What follows belongs to an exercise in optimizing a design on an open flow for small area; a production flow would make more cautious choices. In this exercise RTL edits were held to simulation tests only and were not proved equivalent to the original. No activity file was given, so power comes from the tool's default toggle rates.

==> inputs of run D <==
==> flow/design.v (excerpt) <==
module lf_biquad (
    input  wire        clk,
    input  wire        rst,
    input  wire        in_valid,
    output wire        in_ready,
    input  wire [31:0] in_x,
    input  wire        in_clear,
    input  wire        in_bypass,
    input  wire [31:0] b0_m,
    input  wire [5:0]  b0_e,
    input  wire [31:0] b1_m,
    input  wire [5:0]  b1_e,
    input  wire [31:0] b2_m,
    input  wire [5:0]  b2_e,
    input  wire [31:0] a1_m,
    input  wire [5:0]  a1_e,
    input  wire [31:0] a2_m,
    input  wire [5:0]  a2_e,
    output reg         out_valid,
    output wire [31:0] out_y,
    output reg         out_sat
);
    reg  [31:0] x1, x2, y1, y2;
    reg  [66:0] acc;
    reg         p0, p1, p2, p3, p4, p5;    
    reg         byp;
    wire idle   = ~(p0 | p1 | p2 | p3 | p4 | p5);
    assign in_ready = idle;
    wire accept = in_valid & idle;
    wire        sel_b2 = idle & ~in_clear & ~in_bypass;
    wire        sel_b1 = p0 & ~byp;
  ...
==> module lf_biquad, before the edit <==
module lf_biquad (
    input  wire        clk,
    input  wire        rst,
    input  wire        in_valid,
    output wire        in_ready,
    input  wire [31:0] in_x,
    input  wire        in_clear,
    input  wire        in_bypass,
    input  wire [31:0] b0_m,
    input  wire [5:0]  b0_e,
    input  wire [31:0] b1_m,
    input  wire [5:0]  b1_e,
    input  wire [31:0] b2_m,
    input  wire [5:0]  b2_e,
    input  wire [31:0] a1_m,
    input  wire [5:0]  a1_e,
    input  wire [31:0] a2_m,
    input  wire [5:0]  a2_e,
    output reg         out_valid,
    output wire [31:0] out_y,
    output reg         out_sat
);
    reg  [31:0] x1, x2, y1, y2;
    reg  [66:0] acc;
    reg         p0, p1, p2, p3, p4, p5;    
    reg         byp;
    wire idle   = ~(p0 | p1 | p2 | p3 | p4 | p5);
    assign in_ready = idle;
    wire accept = in_valid & idle;
    wire        sel_b2 = idle & ~in_clear & ~in_bypass;
    wire        sel_b1 = p0 & ~byp;
    wire        sel_b0 = p1 & ~byp;
    wire        sel_a1 = p2 & ~byp;
    wire        sel_a2 = p3 & ~byp;
    wire        sel_one = p1 & byp;
    wire [31:0] v = ({32{idle | p0}} & x2) | ({32{p1}} & x1) |
                    ({32{p2}} & y1) | ({32{p3}} & y2);
    wire [31:0] m = ({32{sel_b2}} & b2_m) | ({32{sel_b1}} & b1_m) | ({32{sel_b0}} & b0_m) |
                    ({32{sel_a1}} & a1_m) | ({32{sel_a2}} & a2_m) | {1'b0, sel_one, 30'd0};
    wire [5:0]  e = sel_one ? 6'd1 : p0 ? b1_e : p1 ? b0_e : p2 ? a1_e : p3 ? a2_e : b2_e;
    wire        neg = p2 | p3;
    wire signed [63:0] t;
    bq_term u_term (.m(m), .v(v), .e(e), .t(t));
    wire [66:0] t_ext = {{3{t[63]}}, t} ^ {67{neg}};
    wire [66:0] opb   = t_ext | {37'd0, {30{p4}}};
    wire [66:0] base  = idle ? 67'd0 : acc;
    wire        cin   = neg | (p4 & acc[31]);
    wire [66:0] sum;
    bq_add67 u_acc (.a(base), .b(opb), .cin(cin), .s(sum));
    wire               pos_ovf = ~acc[66] & (|acc[65:62]);
    wire               neg_ovf =  acc[66] & ~(&acc[65:62]);
    wire        [31:0] y_filt  = pos_ovf ? 32'h7fff_ffff :
                                 neg_ovf ? 32'h8000_0000 : acc[62:31];
    wire        [31:0] y_new   = y_filt;
    wire               sat_new = pos_ovf | neg_ovf;
    assign out_y = y1;
    always @(posedge clk) begin
        acc <= sum;
        if (rst) begin
            x1 <= 32'd0; x2 <= 32'd0; y1 <= 32'd0; y2 <= 32'd0;
            p0 <= 1'b0; p1 <= 1'b0; p2 <= 1'b0; p3 <= 1'b0; p4 <= 1'b0; p5 <= 1'b0;
            out_valid <= 1'b0;
            out_sat   <= 1'b0;
        end else begin
            p0 <= accept;
            p1 <= p0;
            p2 <= p1;
            p3 <= p2;
            p4 <= p3;
            p5 <= p4;
            out_valid <= p5;
            if (accept) begin
                byp <= in_bypass;
                x1  <= in_x;
                x2  <= in_clear ? 32'd0 : x1;
                if (in_clear) begin
                    y1 <= 32'd0;
                    y2 <= 32'd0;
                end
            end
            if (p5) begin
                y1      <= y_new;
                y2      <= y1;
                out_sat <= sat_new;
            end
        end
    end
endmodule
Settings: LEC_CHECK=0, ABC_AREA=1, CAP_MARGIN=0, CORE_MARGIN=2, CORE_UTILIZATION=40, CTS_BUF_LIST=sky130_fd_sc_hd__clkbuf_4 sky130_fd_sc_hd__clkbuf_8, SLEW_MARGIN=0; clock period 27.0 ns.
standard.sh (not shown) runs the stock make flow with config.mk's settings and CLKGATE_MAP_FILE= SYNTH_SCRIPT=/design/flow/synth_recipe.tcl, a recipe that flattens the netlist after the stock synthesis.
==> flow/flow/run.sh <==
#!/bin/bash
# Standard layout, with these changes to how it is made:
#  - synthesis runs Yosys's synth with -noabc as well (no early abc -fast before
#    full-adder extraction, so adders keep their polarity);
#  - the final ABC mapping uses flow/abc_area_nf.script (&nf area-oriented
#    mapping) instead of ORFS's abc_area.script;
#    everything else in synth_recipe.tcl is unchanged, so the registers are the
#    standard ones;
#  - ports are buffered with sky130_fd_sc_hd__buf_1.
set -euo pipefail
W=$(pwd)
ABC="$W/flow/abc_area_nf.script"
sed "s#log_cmd abc {\*}\$abc_args#log_cmd abc {*}[lreplace \$abc_args 1 1 $ABC]#" \
    "$FLOW_HOME/scripts/synth.tcl" > my_orfs_synth.tcl
grep -q "abc_area_nf.script" my_orfs_synth.tcl
sed "s#synth -nofsm -noshare#synth -nofsm -noshare -noabc#; s#source \$::env(SCRIPTS_DIR)/synth.tcl#source $W/my_orfs_synth.tcl#" \
    synth_recipe.tcl > my_synth.tcl
grep -q "my_orfs_synth.tcl" my_synth.tcl
sed "s#synth_recipe.tcl#my_synth.tcl#g" standard.sh > my_standard.sh
grep -q my_synth.tcl my_standard.sh
export BUFFER_PORTS_ARGS="-buffer_cell sky130_fd_sc_hd__buf_1"
bash my_standard.sh finish > flow_make.log 2>&1
test -f out/final.def
==> flow/flow/abc_area_nf.script <==
strash
&get -n
&dch -f
&nf -R 1000
&put
topo
stime -c
buffer -c
upsize -c
dnsize -c
==> run G (differences from run D) <==
--- a/flow/design.v
+++ b/flow/design.v
@@ -2113,13 +2113,8 @@
     wire accept = in_valid & idle;
-    wire        sel_b2 = idle & ~in_clear & ~in_bypass;
-    wire        sel_b1 = p0 & ~byp;
-    wire        sel_b0 = p1 & ~byp;
-    wire        sel_a1 = p2 & ~byp;
-    wire        sel_a2 = p3 & ~byp;
-    wire        sel_one = p1 & byp;
+    wire        sel_b2 = idle & ~in_clear;
     wire [31:0] v = ({32{idle | p0}} & x2) | ({32{p1}} & x1) |
                     ({32{p2}} & y1) | ({32{p3}} & y2);
-    wire [31:0] m = ({32{sel_b2}} & b2_m) | ({32{sel_b1}} & b1_m) | ({32{sel_b0}} & b0_m) |
-                    ({32{sel_a1}} & a1_m) | ({32{sel_a2}} & a2_m) | {1'b0, sel_one, 30'd0};
-    wire [5:0]  e = sel_one ? 6'd1 : p0 ? b1_e : p1 ? b0_e : p2 ? a1_e : p3 ? a2_e : b2_e;
+    wire [31:0] m = ({32{sel_b2}} & b2_m) | ({32{p0}} & b1_m) | ({32{p1}} & b0_m) |
+                    ({32{p2}} & a1_m) | ({32{p3}} & a2_m);
+    wire [5:0]  e = p0 ? b1_e : p1 ? b0_e : p2 ? a1_e : p3 ? a2_e : b2_e;
     wire        neg = p2 | p3;
@@ -2137,4 +2132,4 @@
                                  neg_ovf ? 32'h8000_0000 : acc[62:31];
-    wire        [31:0] y_new   = y_filt;
-    wire               sat_new = pos_ovf | neg_ovf;
+    wire        [31:0] y_new   = byp ? x1 : y_filt;
+    wire               sat_new = ~byp & (pos_ovf | neg_ovf);
     assign out_y = y1;
==> flow/run.sh (new file) <==
#!/bin/bash
# synth_recipe.tcl (not shown) runs the flow's synth.tcl, then flattens the netlist and writes it again
# the make line also repeats each setting of config.mk as NAME=value (left out here)
make -C /OpenROAD-flow-scripts/flow DESIGN_CONFIG=/design/flow/config.mk WORK_HOME=/design/flow/orfs CLKGATE_MAP_FILE= SYNTH_SCRIPT=/design/flow/synth_recipe.tcl finish
--- a/flow/config.mk
+++ b/flow/config.mk
@@ -8,6 +8,5 @@
 export ABC_AREA = 1
-export CAP_MARGIN = 0
+export CAP_MARGIN = 20
 export CORE_MARGIN = 2
 export CORE_UTILIZATION = 40
-export CTS_BUF_LIST = sky130_fd_sc_hd__clkbuf_4 sky130_fd_sc_hd__clkbuf_8
-export SLEW_MARGIN = 0
+export SLEW_MARGIN = 20
removed: flow/flow/run.sh
removed: flow/flow/abc_area_nf.script
removed: flow/standard.sh
==> run F (differences from run D) <==
--- a/flow/flow/run.sh
+++ b/flow/flow/run.sh
@@ -4,4 +4,4 @@
 #    full-adder extraction, so adders keep their polarity);
-#  - the final ABC mapping uses flow/abc_area_nf.script (&nf area-oriented
-#    mapping) instead of ORFS's abc_area.script;
+#  - the final ABC mapping uses flow/abc_area_map.script (amap area-oriented
+#    mapping, then gate sizing, no buffering) instead of ORFS's abc_area.script;
 #    everything else in synth_recipe.tcl is unchanged, so the registers are the
@@ -11,6 +11,6 @@
 W=$(pwd)
-ABC="$W/flow/abc_area_nf.script"
+ABC="$W/flow/abc_area_map.script"
 sed "s#log_cmd abc {\*}\$abc_args#log_cmd abc {*}[lreplace \$abc_args 1 1 $ABC]#" \
     "$FLOW_HOME/scripts/synth.tcl" > my_orfs_synth.tcl
-grep -q "abc_area_nf.script" my_orfs_synth.tcl
+grep -q "abc_area_map.script" my_orfs_synth.tcl
 sed "s#synth -nofsm -noshare#synth -nofsm -noshare -noabc#; s#source \$::env(SCRIPTS_DIR)/synth.tcl#source $W/my_orfs_synth.tcl#" \
==> flow/flow/abc_area_map.script (new file) <==
strash
dch -f
amap -F 40 -A 40
topo
stime -c
upsize -c
dnsize -c
--- a/flow/config.mk
+++ b/flow/config.mk
@@ -8,3 +8,3 @@
 export ABC_AREA = 1
-export CAP_MARGIN = 0
+export CAP_MARGIN = 20
 export CORE_MARGIN = 2
@@ -12,2 +12,3 @@
 export CTS_BUF_LIST = sky130_fd_sc_hd__clkbuf_4 sky130_fd_sc_hd__clkbuf_8
-export SLEW_MARGIN = 0
+export GPL_TIMING_DRIVEN = 0
+export SLEW_MARGIN = 20
removed: flow/flow/abc_area_nf.script
==> run E (differences from run D) <==
--- a/flow/flow/run.sh
+++ b/flow/flow/run.sh
@@ -4,4 +4,4 @@
 #    full-adder extraction, so adders keep their polarity);
-#  - the final ABC mapping uses flow/abc_area_nf.script (&nf area-oriented
-#    mapping) instead of ORFS's abc_area.script;
+#  - the final ABC mapping uses flow/abc_area_map.script (amap area-oriented
+#    mapping, then gate sizing, no buffering) instead of ORFS's abc_area.script;
 #    everything else in synth_recipe.tcl is unchanged, so the registers are the
@@ -11,6 +11,6 @@
 W=$(pwd)
-ABC="$W/flow/abc_area_nf.script"
+ABC="$W/flow/abc_area_map.script"
 sed "s#log_cmd abc {\*}\$abc_args#log_cmd abc {*}[lreplace \$abc_args 1 1 $ABC]#" \
     "$FLOW_HOME/scripts/synth.tcl" > my_orfs_synth.tcl
-grep -q "abc_area_nf.script" my_orfs_synth.tcl
+grep -q "abc_area_map.script" my_orfs_synth.tcl
 sed "s#synth -nofsm -noshare#synth -nofsm -noshare -noabc#; s#source \$::env(SCRIPTS_DIR)/synth.tcl#source $W/my_orfs_synth.tcl#" \
==> flow/flow/abc_area_map.script (new file) <==
strash
dch -f
amap -F 40 -A 40
topo
stime -c
upsize -c
dnsize -c
--- a/flow/config.mk
+++ b/flow/config.mk
@@ -10,4 +10,5 @@
 export CORE_MARGIN = 2
-export CORE_UTILIZATION = 40
+export CORE_UTILIZATION = 55
 export CTS_BUF_LIST = sky130_fd_sc_hd__clkbuf_4 sky130_fd_sc_hd__clkbuf_8
+export GPL_TIMING_DRIVEN = 0
 export SLEW_MARGIN = 0
removed: flow/flow/abc_area_nf.script
==> summary.md <==
| Metric | Value |
|---|---|
| Status | complete, no violations |
| Clock share of power | 8.2% |
| Minimum clock period | 20.81 ns |
| Combinational share of power | 82.1% |
| WL met1 | 67570 um |
| Area delta synth->final | 11.22% |
| Sequential cell area | 4104 um^2 |
| Multi-input logic area | 33380 um^2 |
| Post-Route WL | 169400 um |
| Non-clock buffers, area share | 7.603% |
| Switch Pwr | 2.432 mW |
| Uppermost routed layer | met5 |
| Met3 Routed Length | 18440 um |
| Row count | 118 |
| Commonest non-fill, non-tap cells in the layout | 1306 x nand2_1, 828 x inv_1, 526 x nand3_1 |
the above is filed under run G

==> summary.md <==
| Metric | Value |
|---|---|
| Minimum clock period | 21.83 ns |
| Uppermost routed layer | met4 |
| Clock share of power | 8.6% |
| Multi-input logic area | 31380 um^2 |
| Status | complete, no violations |
| Area delta synth->final | 7.952% |
| Switch Pwr | 1.899 mW |
| Non-clock buffers, area share | 4.688% |
| Met3 Routed Length | 15590 um |
| Commonest non-fill, non-tap cells in the layout | 599 x xnor2_1, 539 x o22ai_1, 487 x fa_1 |
the above is filed under run D

==> summary.md <==
| Metric | Value |
|---|---|
| Switch Pwr | 2.474 mW |
| Uppermost routed layer | met4 |
| Sequential cell area | 4104 um^2 |
| Status | complete, no violations |
| Met3 Routed Length | 14730 um |
| WL met1 | 58310 um |
| Area delta synth->final | 15.97% |
| Non-clock buffers, area share | 7.075% |
| Post-Route WL | 146900 um |
| Multi-input logic area | 30240 um^2 |
| Minimum clock period | 25.53 ns |
| Clock share of power | 6.0% |
| Row count | 108 |
| Combinational share of power | 85.0% |
the above is filed under run F

==> summary.md <==
| Metric | Value |
|---|---|
| Status | complete, but fails checks |
| Layout Check Fails | max-capacitance violations, max-slew violations |
| Maxcap violations | 1 |
| Asr flop ratio synth | 0% |
| WL met1 | 57430 um |
| Switch Pwr | 2.506 mW |
| Multi-input logic area | 30190 um^2 |
| Met3 Routed Length | 20710 um |
| Post-Route WL | 148800 um |
| Row count | 92 |
| Minimum clock period | 25.64 ns |
| Uppermost routed layer | met4 |
| Non-clock buffers, area share | 5.945% |
| Final Max Slew Viols | 7 |
| Area delta synth->final | 13.38% |
the above is filed under run E

-- port drivers added, routing unchanged --
The results above use ideal ports. As a check the final layouts listed here were re-extracted and re-timed, cells and wires unchanged. Step 1 (the two cells are an assumption about what drives the block):
set clk [get_ports {clk}]
set_driving_cell -lib_cell sky130_fd_sc_hd__clkbuf_16 $clk
set_driving_cell -lib_cell sky130_fd_sc_hd__buf_2 [delete_from_list [all_inputs] $clk]
Step 2 times the ports against the registers' clock, not the clock port: input delays grow and output delays shrink by t, the midpoint of the rising clock arrivals with the driver on. Three values: ideal, step 1, step 2; two values: the first two.
run	t, ns	setup WS [ns]	hold slack, ns	cell pins on the clock port's net
run D	0.596	5.172 / 5.202 / 4.606	0.450 / 0.450 / 0.450	1
run G	0.604	6.193 / 6.227 / 5.623	0.464 / 0.464 / 0.464	1
run F	0.655	1.466 / 1.492 / 0.837	0.465 / 0.465 / 0.465	1
run E	0.659	1.363 / 1.391 / 0.732	0.468 / 0.468 / 0.468	1
The setup slack of run E, which loses most, moves by +0.028 ns with the drivers and by -0.631 ns with both steps.
